Background: an optimization exercise with open tools, aiming at small area and a short achievable clock period. Do not read the settings as production practice. RTL that was checked went through simulation tests only; none was proved equivalent to the original. Power is estimated from default activity; no workload was simulated.

== sierra ==
Design enc_top, start of the top module:
module enc_top (
    input  wire        clk,
    input  wire        rst,           
    input  wire        en,            
    input  wire [7:0]  filt_n,        
    input  wire        invert,        
    input  wire        enc_a,
    input  wire        enc_b,
    input  wire        clr_unc,       
    output reg  [47:0] count,         
    output wire [55:0] p256,          
    output wire        fwd,           
    output wire        still,         
    output wire [23:0] deff,          
    output reg  [23:0] delta,         
    output reg         uncertain,     
    output reg  [23:0] ill_count      
);
For scale: roughly 2,200 cells after synthesis, roughly 280 flip-flops, roughly 20,000 um^2 of cells after synthesis.
clock: 110.0 ns
lec_check: 0
cap_margin: 20
core_margin: 2
core_utilization: 40
slew_margin: 20
standard.sh (not shown) runs the stock make flow with config.mk's settings and CLKGATE_MAP_FILE= SYNTH_SCRIPT=/design/flow/synth_recipe.tcl, a recipe that flattens the netlist after the stock synthesis.
==> flow/flow/run.sh <==
#!/bin/bash
# The standard layout, with plain buffers on the ports instead of the
# delay cell buffer_ports picks by default, and a clock tree of smaller
# buffers without dummy loads. Each tool's output goes to its own log
# here; ORFS keeps its step logs under orfs/logs.
set -euo pipefail
export BUFFER_PORTS_ARGS="-buffer_cell sky130_fd_sc_hd__buf_2"
export CTS_ARGS="-sink_clustering_enable -repair_clock_nets -dont_use_dummy_load -buf_list sky130_fd_sc_hd__clkbuf_8 -sink_clustering_size 16 -sink_clustering_max_diameter 60"
bash standard.sh > standard.log 2>&1
Edits applied to the flow inputs when going from sierra to amber:
--- a/flow/design.v
+++ b/flow/design.v
@@ -235,21 +235,22 @@
         if (step && illegal)
             after_ill <= 1'b1;
         else if (step && legal)
             after_ill <= 1'b0;
         if (step && vedge) begin
             delta <= g_q;
             dmax  <= &g_q;
             m_q   <= dv_sat ? {16'd0, y} : g_q;
             ovf_q <= dv_sat;
-            if (dv_sat) begin
-                frac_q <= 8'd255;
-                fz_q   <= 1'b1;
+            if (dv_sat || y == 8'd0) begin
+                frac_q <= dv_sat ? 8'd255 : 8'd0;
+                fz_q   <= dv_sat;
+                rem_q  <= 24'd0;
             end else if (y == 8'd1) begin
                 frac_q <= tk_s;
                 fz_q   <= |tk_s;
                 rem_q  <= {15'd0, tk_t};
             end else begin
                 frac_q <= dv_big ? 8'd0 : dv_q;
                 fz_q   <= !dv_big && (|dv_q);
                 rem_q  <= {8'd0, dv_big ? {y, 8'd0} : dv_r};
             end
@@ -272,19 +273,19 @@
                 dir_known <= 1'b0;
                 rev_q     <= 1'b0;
                 valid     <= 1'b0;
             end else if (step) begin
                 if (illegal) begin
                     uncertain <= 1'b1;
                     if (!ill_inc[24])
                         ill_count <= ill_inc[23:0];
                 end else if (legal) begin
-                    count     <= step_fwd ? c_p1 : c_m1;
+                    count     <= step_fwd ? c_p1 : count ^ c_dn;
                     valid     <= good;
                     dir_known <= 1'b1;
                     rev_q     <= !step_fwd;
                 end
             end
         end
     end
     wire [24:0] ill_inc;
     enc_inc #(.W(24)) u_ill (.a(ill_count), .ci(1'b1), .s(ill_inc[23:0]), .co(ill_inc[24]));
@@ -303,20 +304,19 @@
     wire [8:0]  fo;
     assign fo[0] = 1'b0;
     generate
         for (i = 0; i < 8; i = i + 1) begin : g_neg
             assign fo[i+1] = fo[i] | frac[i];
         end
     endgenerate
     wire [7:0]  plo = frac ^ ({8{rev_q}} & fo[7:0]);
     wire        dec = rev_q && fon && fz_q;
-    wire [47:0] c_m1 = count ^ c_dn;
-    wire [47:0] chi  = dec ? c_m1 : count;
+    wire [47:0] chi = count ^ ({48{dec}} & c_dn);
     assign fwd  = !rev_q;
     assign p256 = {chi, plo};
     assign still = !fon || rev_q;
     assign deff  = still ? 24'd0 : m_q;
 endmodule
 module enc_div1 (
     input  wire [7:0]  y,
     input  wire [24:0] d,
     output wire [2:0]  q,
Design area ends up higher on amber.
Compared with sierra, amber shows final worst slack lower by 0.37 ns.
Per the comparison of amber with sierra, DRC marker count from the first detailed-route iteration up 2.8%; area share of fa/ha/maj cells after synthesis decreased by 0.29 points relative to the old numbers; clock-cell share of area has decreased; combinational group share of total power +1.0 points.
The RTL of sierra was laid out without a check of its function.

enc_top, a different RTL version from the one above (not shown whole).
Size: roughly 190 I/O pins, about 20000 um^2 of cells after synthesis.
export LEC_CHECK = 0
export CAP_MARGIN = 20
export CORE_MARGIN = 2
export CORE_UTILIZATION = 40
export SLEW_MARGIN = 20
create_clock -name core_clock -period 110.0 [get_ports {clk}]
==> flow/flow/run.sh <==
#!/bin/bash
# The standard layout, with plain buffers on the ports instead of the
# delay cell buffer_ports picks by default, and a clock tree of smaller
# buffers without dummy loads. Each tool's output goes to its own log
# here; ORFS keeps its step logs under orfs/logs.
set -euo pipefail
export BUFFER_PORTS_ARGS="-buffer_cell sky130_fd_sc_hd__buf_2"
export CTS_ARGS="-sink_clustering_enable -repair_clock_nets -dont_use_dummy_load -buf_list sky130_fd_sc_hd__clkbuf_8 -sink_clustering_size 16 -sink_clustering_max_diameter 60"
export SETUP_SLACK_MARGIN=84.6
bash standard.sh > standard.log 2>&1
Then changed:
--- a/flow/design.v
+++ b/flow/design.v
@@ -169,31 +169,32 @@
                             .s(tk_w), .co(tk_wc));
     wire [7:0] tk_sm1_n;
     wire       tk_sm1_c;
     enc_inc #(.W(8)) u_tks (.a(~tk_s), .ci(1'b1), .s(tk_sm1_n), .co(tk_sm1_c));
     wire [7:0] tk_s_n = tk_small ? tb_s : (tk_ge ? tk_s : ~tk_sm1_n);
     wire [8:0] tk_t_n = tk_small ? tb_t : (tk_ge ? tk_d : tk_w);
     wire [24:0] g_p2;
+    wire        gp2_c;
     assign g_p2[0] = g_q[0];
-    enc_inc #(.W(23)) u_gp2 (.a(g_q[23:1]), .ci(1'b1), .s(g_p2[23:1]), .co(g_p2[24]));
+    enc_inc #(.W(10)) u_gp2 (.a(g_q[10:1]), .ci(1'b1), .s(g_p2[10:1]), .co(gp2_c));
+    assign g_p2[24:11] = {13'd0, gp2_c | (|g_q[23:11])};
     wire [2:0]  d1_q;
     wire [10:0] d1_r;
     enc_div1 u_d1 (.y(y), .d(g_p2), .q(d1_q), .r(d1_r));
     reg  [2:0]  p1_q;
     reg  [10:0] p1_r;
     wire [2:0]  d2_q;
     wire [13:0] d2_r;
     enc_div2 u_d2 (.r_in(p1_r), .d(g_inc), .q(d2_q), .r(d2_r));
     reg  [5:0]  p2_q;
     reg  [13:0] p2_r;
     wire [1:0]  d3_q;
     wire [15:0] dv_r;
     enc_div3 u_d3 (.r_in(p2_r), .d({1'b0, g_q}), .q(d3_q), .r(dv_r));
     wire [7:0]  dv_q   = {p2_q, d3_q};
-    wire        dv_big = |g_q[23:16];
     wire [7:0]  dsat_s;
     wire        dsat_c;
     enc_rca #(.W(8)) u_dsat (.a(y), .b(~g_q[7:0]), .ci(1'b1),
                              .s(dsat_s), .co(dsat_c));
     wire        dv_sat = ~|g_q[23:8] & dsat_c;
     reg  [7:0]  frac_q;      
     reg         fz_q;        
@@ -252,17 +253,17 @@
                 frac_q <= 8'd255;
                 fz_q   <= 1'b1;
             end else if (y == 8'd1) begin
                 frac_q <= tk_s;
                 fz_q   <= |tk_s;
                 rem_q  <= {15'd0, tk_t};
             end else begin
-                frac_q <= dv_big ? 8'd0 : dv_q;
-                fz_q   <= !dv_big && (|dv_q);
-                rem_q  <= {8'd0, dv_big ? {y, 8'd0} : dv_r};
+                frac_q <= dv_q;
+                fz_q   <= |dv_q;
+                rem_q  <= {8'd0, dv_r};
             end
             st_s <= tk_s;
             st_t <= tk_t;
         end
         if (rst) begin
             en_q      <= 1'b0;
             dir_known <= 1'b0;
The new run ran to the end with no violations; power fell by 6.8%; die area fell by 1.1%; cell area fell by 2.5%; setup slack gains 0.19 ns; critical path depth rose by 1; core utilization fell by 0.30 points; maximum frequency rose by 0.76%; hold slack gains 0.0084 ns; clock skew rose by 0.043 ns; sequential cell count is unchanged; clock power is about the same.

Setup of alpha:
Another version of the RTL of enc_top (not shown whole).
Size: ~2200 cells after synthesis, roughly 190 I/O pins.
export LEC_CHECK = 0
export CAP_MARGIN = 20
export CORE_MARGIN = 2
export CORE_UTILIZATION = 40
export SLEW_MARGIN = 20
create_clock -name core_clock -period 110.0 [get_ports {clk}]
==> flow/flow/run.sh <==
#!/bin/bash
# The standard layout, with plain buffers on the ports instead of the
# delay cell buffer_ports picks by default, and a clock tree of smaller
# buffers without dummy loads. Each tool's output goes to its own log
# here; ORFS keeps its step logs under orfs/logs.
set -euo pipefail
export BUFFER_PORTS_ARGS="-buffer_cell sky130_fd_sc_hd__buf_1"
export CTS_ARGS="-sink_clustering_enable -repair_clock_nets -dont_use_dummy_load -buf_list sky130_fd_sc_hd__clkbuf_8 -sink_clustering_size 16 -sink_clustering_max_diameter 60"
export SETUP_SLACK_MARGIN=84.6
bash standard.sh > standard.log 2>&1
Relative to alpha, the following input files were edited for beta:
-- flow/design.v --
<<< alpha, line 253
                frac_q <= 8'd255;
                fz_q   <= 1'b1;
            end else if (y_zero) begin
                frac_q <= 8'd0;
                fz_q   <= 1'b0;
                rem_q  <= 24'd0;
            end else if (y == 8'd1 && g_q == 24'd2) begin
                frac_q <= 8'd128;
                fz_q   <= 1'b1;
                rem_q  <= 24'd0;
            end else begin
                frac_q <= dv_q;
>>> beta, line 253
                frac_q <= 8'd255;
                fz_q   <= 1'b1;
            end else if (y == 8'd1) begin
                frac_q <= tk_s;
                fz_q   <= |tk_s;
                rem_q  <= {15'd0, tk_t};
            end else begin
                frac_q <= dv_q;
- beta and alpha ended up with roughly the same area of the multi-input gates.
- Relative to alpha, cell area decreased by about 0.5% in beta.
- Re hold slack: alpha was higher than beta.
- Setup slack: beta more than alpha
- Diff alpha -> beta: logic depth of the worst register-to-register path fell by 10; synthesis-to-layout area growth fell by 1.3 points; global-route usage fell by 1.7 points.
- Relative to alpha, the largest net degree at the start of global routing measured on beta has increased by more than 10%.
- In the tables for beta and alpha, power reads lower with beta.

separate check: timing with driven ports:
No port has a modelled driver above. Below, the same layouts with a new extraction and two added sets of constraints.
Step 1 sets driving cells, clkbuf_16 on the clock port and buf_2 on the other inputs (assumed; they add their load-dependent delay and slew).
Step 2 adds t to the input delays and takes it off the output delays; t is the mean of the earliest and latest rising clock arrival at the registers after step 1. Input paths then give back, and output paths get back, about the clock's delay inside the block.
Three values: no drivers, after step 1, after step 2; two values: the first two.
run | shift t [ns] | setup WS [ns] | hold slack, ns | worst register clock-pin slew, ns | pins driven straight from the clock port
sierra | 0.617 | 84.254 / 84.199 / 83.927 | 0.304 / 0.304 / 0.304 | 0.10 / 0.10 | 1
amber | 0.671 | 83.880 / 83.829 / 83.839 | 0.319 / 0.319 / 0.319 | 0.10 / 0.10 | 1
the first run of note 2 | 0.675 | 84.640 / 84.585 / 84.298 | 0.332 / 0.332 / 0.332 | 0.10 / 0.10 | 1
the second run of note 2 | 0.655 | 84.830 / 84.781 / 84.331 | 0.340 / 0.340 / 0.340 | 0.10 / 0.10 | 1
alpha | 0.683 | 84.619 / 84.566 / 84.635 | 0.345 / 0.345 / 0.345 | 0.10 / 0.10 | 1
beta | 0.675 | 84.812 / 84.763 / 84.362 | 0.335 / 0.335 / 0.335 | 0.10 / 0.10 | 1
After both steps setup and hold are still met in every run listed. The setup slack of the second run of note 2, which loses most, moves by -0.049 ns with the drivers and by -0.499 ns with both steps.
